What follows belongs to an exercise in optimizing a design on an open flow for small area, a short achievable clock period and few clock cycles; a production flow would make more cautious choices.
Function was checked by simulation only, so behaviour that the tests miss may differ from the original.
Power figures rest on the tool's default switching activity, not on a simulated workload.

[flow/design.v]
module plait_decoder (
    input  wire        clk,
    input  wire        rst,
    input  wire        start,
    input  wire [18:0] cfg_comp_length,
    input  wire [6:0]  cfg_line_count,
    input  wire [2:0]  cfg_code_width,
    input  wire [12:0] cfg_line_bytes,
    input  wire [31:0] cfg_block_number,
    output wire        idle,
    input  wire        in_valid,
    input  wire [7:0]  in_data,
    output reg         in_ready,
    output reg         out_valid,
    output reg  [7:0]  out_data,
    output reg         hist_rd_en,
    output reg  [12:0] hist_rd_addr,
    input  wire [7:0]  hist_rd_data,
    output reg         done,
    output reg  [15:0] result
);
    localparam [15:0] R_OK        = 16'h0000;
    localparam [15:0] R_HDR_INV   = 16'h0710;
    localparam [15:0] R_HDR_MIS   = 16'h0711;
    localparam [15:0] R_TOK_INV   = 16'h0712;
    localparam [15:0] R_OVERRUN   = 16'h0713;
    localparam [15:0] R_REF_INV   = 16'h0714;
    localparam [15:0] R_TRUNC     = 16'h0715;
    localparam [15:0] R_LEN_MIS   = 16'h0716;
    localparam [15:0] R_CRC_MIS   = 16'h0717;
    localparam [4:0] S_IDLE   = 5'd0,
                     S_HDR    = 5'd1,
                     S_HCHK   = 5'd2,
                     S_CTRL   = 5'd3,
                     S_EXT0   = 5'd4,
                     S_EXT1   = 5'd5,
                     S_OPCHK  = 5'd6,
                     S_OP0    = 5'd7,
                     S_OP1    = 5'd8,
                     S_TCHK   = 5'd9,
                     S_FILL   = 5'd10,
                     S_LIT    = 5'd11,
                     S_MRD    = 5'd12,
                     S_MWR    = 5'd13,
                     S_STORED = 5'd14,
                     S_CRC    = 5'd15;
    reg [4:0]  state;
    reg [18:0] i_cl;
    reg [6:0]  i_lc;
    reg [2:0]  i_cw;
    reg [12:0] i_lb;
    reg [31:0] i_bn;
    reg [15:0] h_magic;
    reg [7:0]  h_ver;
    reg [7:0]  h_flags;
    reg [31:0] h_cl;
    reg [15:0] h_lb;
    reg [7:0]  h_lc;
    reg [7:0]  h_cw;
    reg [31:0] h_bn;
    reg [18:0] off;       
    reg [18:0] e_off;     
    reg [18:0] u_len;     
    reg [18:0] pos;       
    reg [2:0]  kind;
    reg [16:0] n_len;     
    reg [16:0] rem;       
    reg [7:0]  ext_lo;
    reg [7:0]  op0;
    reg [7:0]  op1;
    reg [7:0]  fill_v;
    reg [13:0] m_dist;      
    reg [31:0] crc;
    reg [23:0] crc_in;    
    function [31:0] crc32c_byte;
        input [31:0] c;
        input [7:0]  b;
        integer k;
        reg [31:0] x;
        begin
            x = c ^ {24'd0, b};
            for (k = 0; k < 8; k = k + 1)
                x = x[0] ? ((x >> 1) ^ 32'h82F63B78) : (x >> 1);
            crc32c_byte = x;
        end
    endfunction
    assign idle = (state == S_IDLE);
    wire take = in_valid && in_ready;
    wire [23:0] u_full = h_lb * h_lc;
    wire cw_ok  = (h_cw == 8'd1) || (h_cw == 8'd2) || (h_cw == 8'd4);
    wire hdr_ok = (h_magic == 16'hD2A6) && (h_ver == 8'd1) && (h_flags[7:1] == 7'd0)
               && (h_cl >= 32'd21) && (h_cl <= 32'd266240)
               && (h_lb >= 16'd1) && (h_lb <= 16'd4096)
               && (h_lc >= 8'd1) && (h_lc <= 8'd64)
               && cw_ok
               && ({8'd0, h_lb} <= {14'd0, h_cw[2:0], 10'd0})
               && (!h_flags[0] || (h_cl == {8'd0, u_full} + 32'd20));
    wire hdr_match = (h_cl == {13'd0, i_cl}) && (h_lc == {1'b0, i_lc})
                  && (h_cw == {5'd0, i_cw}) && (h_lb == {3'd0, i_lb})
                  && (h_bn == i_bn);
    wire [2:0]  c_kind = in_data[7:5];
    wire [4:0]  c_len  = in_data[4:0];
    reg  [16:0] n_ops;
    always @(*) begin
        case (kind)
            3'd1:    n_ops = 17'd1;
            3'd2:    n_ops = n_len;
            3'd4:    n_ops = 17'd2;
            3'd5:    n_ops = 17'd1;
            default: n_ops = 17'd0;
        endcase
    end
    wire [19:0] ops_end = {1'b0, off} + {3'd0, n_ops};
    reg signed [17:0] d_calc;
    always @(*) begin
        case (kind)
            3'd3:    d_calc = {5'd0, h_lb[12:0]};
            3'd4:    d_calc = {2'd0, op1, op0};
            default: d_calc = $signed({5'd0, h_lb[12:0]}) - $signed({{10{op0[7]}}, op0});
        endcase
    end
    wire [19:0] room = {1'b0, u_len} - {1'b0, pos};
    wire overrun  = {3'd0, n_len} > room;
    wire ref_bad  = (d_calc < 18'sd1) || (d_calc > 18'sd8192) || ({1'b0, pos} < d_calc[18-1:0]);
    wire [18:0] src_pos = pos - {5'd0, m_dist};
    always @(*) begin
        in_ready     = 1'b0;
        out_valid    = 1'b0;
        out_data     = 8'd0;
        hist_rd_en   = 1'b0;
        hist_rd_addr = 13'd0;
        case (state)
            S_HDR, S_EXT1, S_OP0, S_OP1, S_CRC:
                in_ready = 1'b1;
            S_CTRL:
                in_ready = (off < e_off);
            S_EXT0:
                in_ready = ({1'b0, off} + 20'd2 <= {1'b0, e_off});
            S_STORED: begin
                in_ready  = 1'b1;
                out_valid = in_valid;
                out_data  = in_data;
            end
            S_LIT: begin
                in_ready  = 1'b1;
                out_valid = in_valid;
                out_data  = in_data;
            end
            S_FILL: begin
                out_valid = 1'b1;
                out_data  = fill_v;
            end
            S_MRD: begin
                hist_rd_en   = 1'b1;
                hist_rd_addr = src_pos[12:0];
            end
            S_MWR: begin
                out_valid = 1'b1;
                out_data  = hist_rd_data;
            end
            default: ;
        endcase
    end
    always @(posedge clk) begin
        if (rst) begin
            state  <= S_IDLE;
            done   <= 1'b0;
            result <= 16'd0;
        end else begin
            done <= 1'b0;
            if (out_valid) begin
                crc <= crc32c_byte(crc, out_data);
                pos <= pos + 19'd1;
            end
            case (state)
                S_IDLE: begin
                    if (start) begin
                        i_cl <= cfg_comp_length;
                        i_lc <= cfg_line_count;
                        i_cw <= cfg_code_width;
                        i_lb <= cfg_line_bytes;
                        i_bn <= cfg_block_number;
                        off  <= 19'd0;
                        if (cfg_comp_length < 19'd21) begin
                            done   <= 1'b1;
                            result <= R_HDR_MIS;
                        end else begin
                            state <= S_HDR;
                        end
                    end
                end
                S_HDR: begin
                    if (take) begin
                        off <= off + 19'd1;
                        case (off[3:0])
                            4'd0:  h_magic[7:0]   <= in_data;
                            4'd1:  h_magic[15:8]  <= in_data;
                            4'd2:  h_ver          <= in_data;
                            4'd3:  h_flags        <= in_data;
                            4'd4:  h_cl[7:0]      <= in_data;
                            4'd5:  h_cl[15:8]     <= in_data;
                            4'd6:  h_cl[23:16]    <= in_data;
                            4'd7:  h_cl[31:24]    <= in_data;
                            4'd8:  h_lb[7:0]      <= in_data;
                            4'd9:  h_lb[15:8]     <= in_data;
                            4'd10: h_lc           <= in_data;
                            4'd11: h_cw           <= in_data;
                            4'd12: h_bn[7:0]      <= in_data;
                            4'd13: h_bn[15:8]     <= in_data;
                            4'd14: h_bn[23:16]    <= in_data;
                            default: h_bn[31:24]  <= in_data;
                        endcase
                        if (off[3:0] == 4'd15)
                            state <= S_HCHK;
                    end
                end
                S_HCHK: begin
                    pos   <= 19'd0;
                    crc   <= 32'hFFFFFFFF;
                    u_len <= u_full[18:0];
                    e_off <= i_cl - 19'd4;
                    if (!hdr_ok) begin
                        done   <= 1'b1;
                        result <= R_HDR_INV;
                        state  <= S_IDLE;
                    end else if (!hdr_match) begin
                        done   <= 1'b1;
                        result <= R_HDR_MIS;
                        state  <= S_IDLE;
                    end else if (h_flags[0]) begin
                        state <= S_STORED;
                    end else begin
                        state <= S_CTRL;
                    end
                end
                S_STORED: begin
                    if (take) begin
                        off <= off + 19'd1;
                        if (pos + 19'd1 == u_len)
                            state <= S_CRC;
                    end
                end
                S_CTRL: begin
                    if (off >= e_off) begin
                        done   <= 1'b1;
                        result <= R_TRUNC;
                        state  <= S_IDLE;
                    end else if (take) begin
                        off  <= off + 19'd1;
                        kind <= c_kind;
                        n_len <= {12'd0, c_len} + 17'd1;
                        if (c_kind == 3'd7 || (c_kind == 3'd6 && c_len != 5'd0)) begin
                            done   <= 1'b1;
                            result <= R_TOK_INV;
                            state  <= S_IDLE;
                        end else if (c_kind == 3'd6) begin
                            if (pos < u_len) begin
                                done   <= 1'b1;
                                result <= R_TRUNC;
                                state  <= S_IDLE;
                            end else if (off + 19'd1 != e_off) begin
                                done   <= 1'b1;
                                result <= R_LEN_MIS;
                                state  <= S_IDLE;
                            end else begin
                                state <= S_CRC;
                            end
                        end else if (c_len == 5'd31) begin
                            state <= S_EXT0;
                        end else begin
                            state <= S_OPCHK;
                        end
                    end
                end
                S_EXT0: begin
                    if ({1'b0, off} + 20'd2 > {1'b0, e_off}) begin
                        done   <= 1'b1;
                        result <= R_TRUNC;
                        state  <= S_IDLE;
                    end else if (take) begin
                        off    <= off + 19'd1;
                        ext_lo <= in_data;
                        state  <= S_EXT1;
                    end
                end
                S_EXT1: begin
                    if (take) begin
                        off   <= off + 19'd1;
                        n_len <= {1'b0, in_data, ext_lo} + 17'd32;
                        state <= S_OPCHK;
                    end
                end
                S_OPCHK: begin
                    if (ops_end > {1'b0, e_off}) begin
                        done   <= 1'b1;
                        result <= R_TRUNC;
                        state  <= S_IDLE;
                    end else if (kind == 3'd1 || kind == 3'd4 || kind == 3'd5) begin
                        state <= S_OP0;
                    end else begin
                        state <= S_TCHK;
                    end
                end
                S_OP0: begin
                    if (take) begin
                        off <= off + 19'd1;
                        op0 <= in_data;
                        state <= (kind == 3'd4) ? S_OP1 : S_TCHK;
                    end
                end
                S_OP1: begin
                    if (take) begin
                        off   <= off + 19'd1;
                        op1   <= in_data;
                        state <= S_TCHK;
                    end
                end
                S_TCHK: begin
                    rem    <= n_len;
                    m_dist   <= d_calc[13:0];
                    fill_v <= (kind == 3'd1) ? op0 : 8'd0;
                    if (kind == 3'd4 && op1 == 8'd0 && op0 == 8'd0) begin
                        done   <= 1'b1;
                        result <= R_TOK_INV;
                        state  <= S_IDLE;
                    end else if (overrun) begin
                        done   <= 1'b1;
                        result <= R_OVERRUN;
                        state  <= S_IDLE;
                    end else if (kind >= 3'd3 && ref_bad) begin
                        done   <= 1'b1;
                        result <= R_REF_INV;
                        state  <= S_IDLE;
                    end else if (kind == 3'd2) begin
                        state <= S_LIT;
                    end else if (kind >= 3'd3) begin
                        state <= S_MRD;
                    end else begin
                        state <= S_FILL;
                    end
                end
                S_FILL: begin
                    rem <= rem - 17'd1;
                    if (rem == 17'd1)
                        state <= S_CTRL;
                end
                S_LIT: begin
                    if (take) begin
                        off <= off + 19'd1;
                        rem <= rem - 17'd1;
                        if (rem == 17'd1)
                            state <= S_CTRL;
                    end
                end
                S_MRD: begin
                    state <= S_MWR;
                end
                S_MWR: begin
                    rem <= rem - 17'd1;
                    state <= (rem == 17'd1) ? S_CTRL : S_MRD;
                end
                S_CRC: begin
                    if (take) begin
                        off    <= off + 19'd1;
                        crc_in <= {in_data, crc_in[23:8]};
                        if (off == e_off + 19'd3) begin
                            done   <= 1'b1;
                            result <= ({in_data, crc_in} == ~crc) ? R_OK : R_CRC_MIS;
                            state  <= S_IDLE;
                        end
                    end
                end
                default: state <= S_IDLE;
            endcase
        end
    end
endmodule
[flow/run.sh]
#!/bin/bash
# synth_recipe.tcl (not shown) runs the flow's synth.tcl, then flattens the netlist and writes it again
# the make line also repeats each setting of config.mk as NAME=value (left out here)
make -C /OpenROAD-flow-scripts/flow DESIGN_CONFIG=/design/flow/config.mk WORK_HOME=/design/flow/orfs CLKGATE_MAP_FILE= SYNTH_SCRIPT=/design/flow/synth_recipe.tcl finish
[flow/config.mk]
export PLATFORM = sky130hd
export DESIGN_NAME = plait_decoder
export DESIGN_NICKNAME = plait_decoder
export VERILOG_FILES = /design/flow/design.v
export SDC_FILE = /design/flow/constraint.sdc
export NUM_CORES = 4
export LEC_CHECK = 0
export CAP_MARGIN = 20
export CORE_MARGIN = 2
export CORE_UTILIZATION = 40
export SLEW_MARGIN = 20
[flow/constraint.sdc]
create_clock -name core_clock -period 8.5 [get_ports {clk}]
set_input_delay 1.7000 -clock core_clock [delete_from_list [all_inputs] [get_ports {clk}]]
set_output_delay 1.7000 -clock core_clock [all_outputs]
set_load 0.01 [all_outputs]
==> results.toml <==
[outcome]
outcome = "complete, no violations"

[worst_setup_path]
worstPathRequired_ns = 8.95
crit_fanout = 12
cp-start-kind = "flop"
critPathKind = "flop to flop"
arrival_ns = 7.81
crit_path_end_kind = "flop"

[clock_tree]
post_cts_resized = 0
cts_made_buffers = 51
clock-sinks = 425
root_buffer = "clkbuf_16"
clk_path_buf_depth = 3
holdBufCountCts = 0
cts.reportedPaths.clkPinSlew_ns = 0.06
post_cts_buffers = 0
h-tree-depth = 2
clock_latency_ns = 0.63
cts_tree = "yes"

[synth]
ys.flop_type = "edfxtp_1"
synth-edff-count = 416
synthTopCellsByCount = "edfxtp_1, xnor2_1, inv_1, nor2_1, ha_1"
synth_top_cell_by_area = "edfxtp_1"
ys_ff_latch = 425
synth.top_cell.area_share = 0.408
synth.avg_cell_area_um2 = 10.3
postSynthCellCount = 2968
async_flop_share = 0
synth_area_um2 = 30600
synth_most_common_cell = "edfxtp_1"
synth-seq-area-share = 0.414
synth_area_leaders = "edfxtp_1, ha_1, xnor2_1"
yosysUniqueCellTypes = 101
yosysWarnings = 1

[cells_and_area]
syn2layout_area_growth_pct = 13.1
layout-drive-gt1-share = 0.0524
final_cell_area_um2 = 34700
final_nets = 3489

[sta]
slew_viol_final = 0
rsz0062_at_grt = "no"
max_slew.worst_pin.slew_ns = 1.10
setup_viol = 0
timing.fmax_mhz = 136
clock_skew_ns = 0.0701
period_needed_ns = 7.36
finalCritPeriodShare = 0.866
slew_headroom = 0.257
setup_tns_ns = 0
hold_violations = 0

[routing]
drt-initial-drc-count = 2056
drc = 0
wl_per_cell_um = 24.4
vias_per_cell = 5.72
drtPass1Iterations = 5
antenna_left = 0
num_vias = 23500
finalWirelength_um = 100000

[floorplan]
die_w_um = 281
rows = 101
die_h_um = 281
coreArea_um2 = 75800
initial_utilization = 0.404
ios = 136
die-area_um2 = 78800

[power_and_ir_drop]
combinationalPowerShare = 0.134
clkPwrFrac = 0.398
internal_power_mw = 3.84
power_density_nw_per_um2 = 152
switching_share = 0.270
ir_worst_vdd_mv = 0.166
pwr-share-seq = 0.469
power_mw = 5.27
p_leak_nw = 13.2
p_switching_mw = 1.42

[place]
port_buffers = 126
dp_hpwl_um = 76600
placed_area_um2 = 33100
place.gp.congestion = 0.960

[global_route]
grt_start_max_net_pins = 75
first_global_vias = 23500
grt_remaining_overflow = 0
grt_pass1_wl_um = 149000
antenna_found_initial = 3
grt_usage = 0.253

[run]
drv_cap = 0

[hold_path]
hp-class = "flop to flop"
==> cell usage in the layout (no fill, tap or decap), drive strengths merged, types with 64 or more instances in the layout <==
master / synthesis / routed
a21oi: 117 / 117
edfxtp: 416 / 416
xnor2: 266 / 266
and2: 122 / 122
o21ai: 98 / 98
fa: 88 / 88
nand2: 186 / 186
xor2: 135 / 135
nand4: 64 / 64
clkdlybuf4s50: 0 / 126
nor3: 77 / 77
nand3: 71 / 71
nor4: 69 / 69
inv: 254 / 257
nor2: 219 / 219
ha: 214 / 214
==> kinds of logic after synthesis <==
group,Yosys count,share of synthesized area
and+or+nand+nor,962,0.164
AOI/OAI and AO/OA,507,0.111
DFF,425,0.414
xor gates and xnor gates,401,0.115
buffers and inverters,354,0.0455
adders and majority gates,302,0.145
muxes,16,0.00560
other,1,0.000122
==> power by group through the flow <==
stage               logic, mW  registers [mW]  clock network [mW]
floorplan               0.473            2.45                   0
global route            0.774            2.47                2.22
global placement        0.678            2.51                   0
detailed placement      0.693            2.51                   0
finish                  0.703            2.47                2.09
CTS                     0.698            2.47                2.14
==> layout make-up <==
class	instances	area, µm²
multi-input cells	2197	16700
clock inverters	31	243
clock buffers	60	1330
well taps	978	1220
fillers	7175	41200
flip-flops and latches	425	12700
inverters	256	961
repair buffers	162	1540
diodes	1	2.50
==> worst paths after layout <==
| path | from | endpoint | slack, ns | depth (start not counted) |
|---|---|---|---|---|
| max | h_lc[4] | result[1] | 1.14 | 21 |
| min | crc_in[10] | crc_in[2] | 0.47 | 0 |
| max reg2reg | h_lc[4] | result[1] | 1.14 | 21 |
| min reg2reg | crc_in[10] | crc_in[2] | 0.47 | 0 |
==> per-stage QoR <==
step           instances  hold slack, ns  setup WS [ns]   util
3_5_place_dp        4017           0.459           1.29  0.436
3_3_place_gp        4017           0.456           1.40  0.436
5_1_grt             4110           0.481          0.732  0.457
4_1_cts             4108           0.471           1.19  0.457
6_report            4110           0.467           1.14  0.457
2_1_floorplan       2976           0.448           2.23      -
==> per-layer routing <==
layer | track usage | part of all wire | vias to the layer above
met5 | 0 | 0 | -
met4 | 0.0830 | 0.032 | 0
met3 | 0.0345 | 0.062 | 146
met2 | 0.413 | 0.46 | 837
met1 | 0.347 | 0.44 | 11700
li1 | - | - | 10900
==> worst max-delay path, cell delays in order (launching register included) <==
cell and delay, ns:
edfxtp_1 0.70, inv_1 0.33, nor2_1 0.22, fa_1 0.43, fa_1 0.49, fa_1 0.55
inv_1 0.05, fa_1 0.54, inv_1 0.05, ha_1 0.36, a211oi_1 0.36, and3_1 0.27
a21oi_2 0.09, xnor2_1 0.30, nor4b_4 0.54, and2_1 0.22, nand2_1 0.05, a2111oi_0 0.40
o211ai_1 0.26, a2111oi_4 0.49, nor3_2 0.15, mux2_4 0.31
==> sequential cells by signal, indices dropped and copies added (netlist names), 13 cells and up <==
signal	flops
m_dist	13
i_cl	19
pos	19
i_lb	13
rem	17
off	19
crc_in	24
n_len	17
h_lb	16
i_bn	32
h_bn	32
h_cl	32
h_magic	16
crc	32
e_off	19
u_len	19
Testbench counts, summed over its fixed seeds: cycles 1,398,588.

## separate check: timing with driven ports
Ports are ideal in the flow. The routed layout listed here was re-timed in OpenROAD. Step 1: set_driving_cell puts a clkbuf_16 on clk and a buf_2 on each other input, an assumption about the parent block. Step 2 also shifts input and output timing later by t, the mid clock arrival at the registers, as if the neighbouring blocks saw the same clock. Slacks: no drivers / after step 1 / after step 2; pairs: no drivers / after step 1.
t (ns): 0.665
slack for setup (ns): 1.140 / 1.140 / 1.140
hold slack, ns: 0.467 / 0.467 / 0.467
worst data-port slew with drivers (ns): 0.09
After both steps this run still meets setup and hold. The setup slack of this run moves by 0.000 ns with the drivers and by 0.000 ns with both steps.
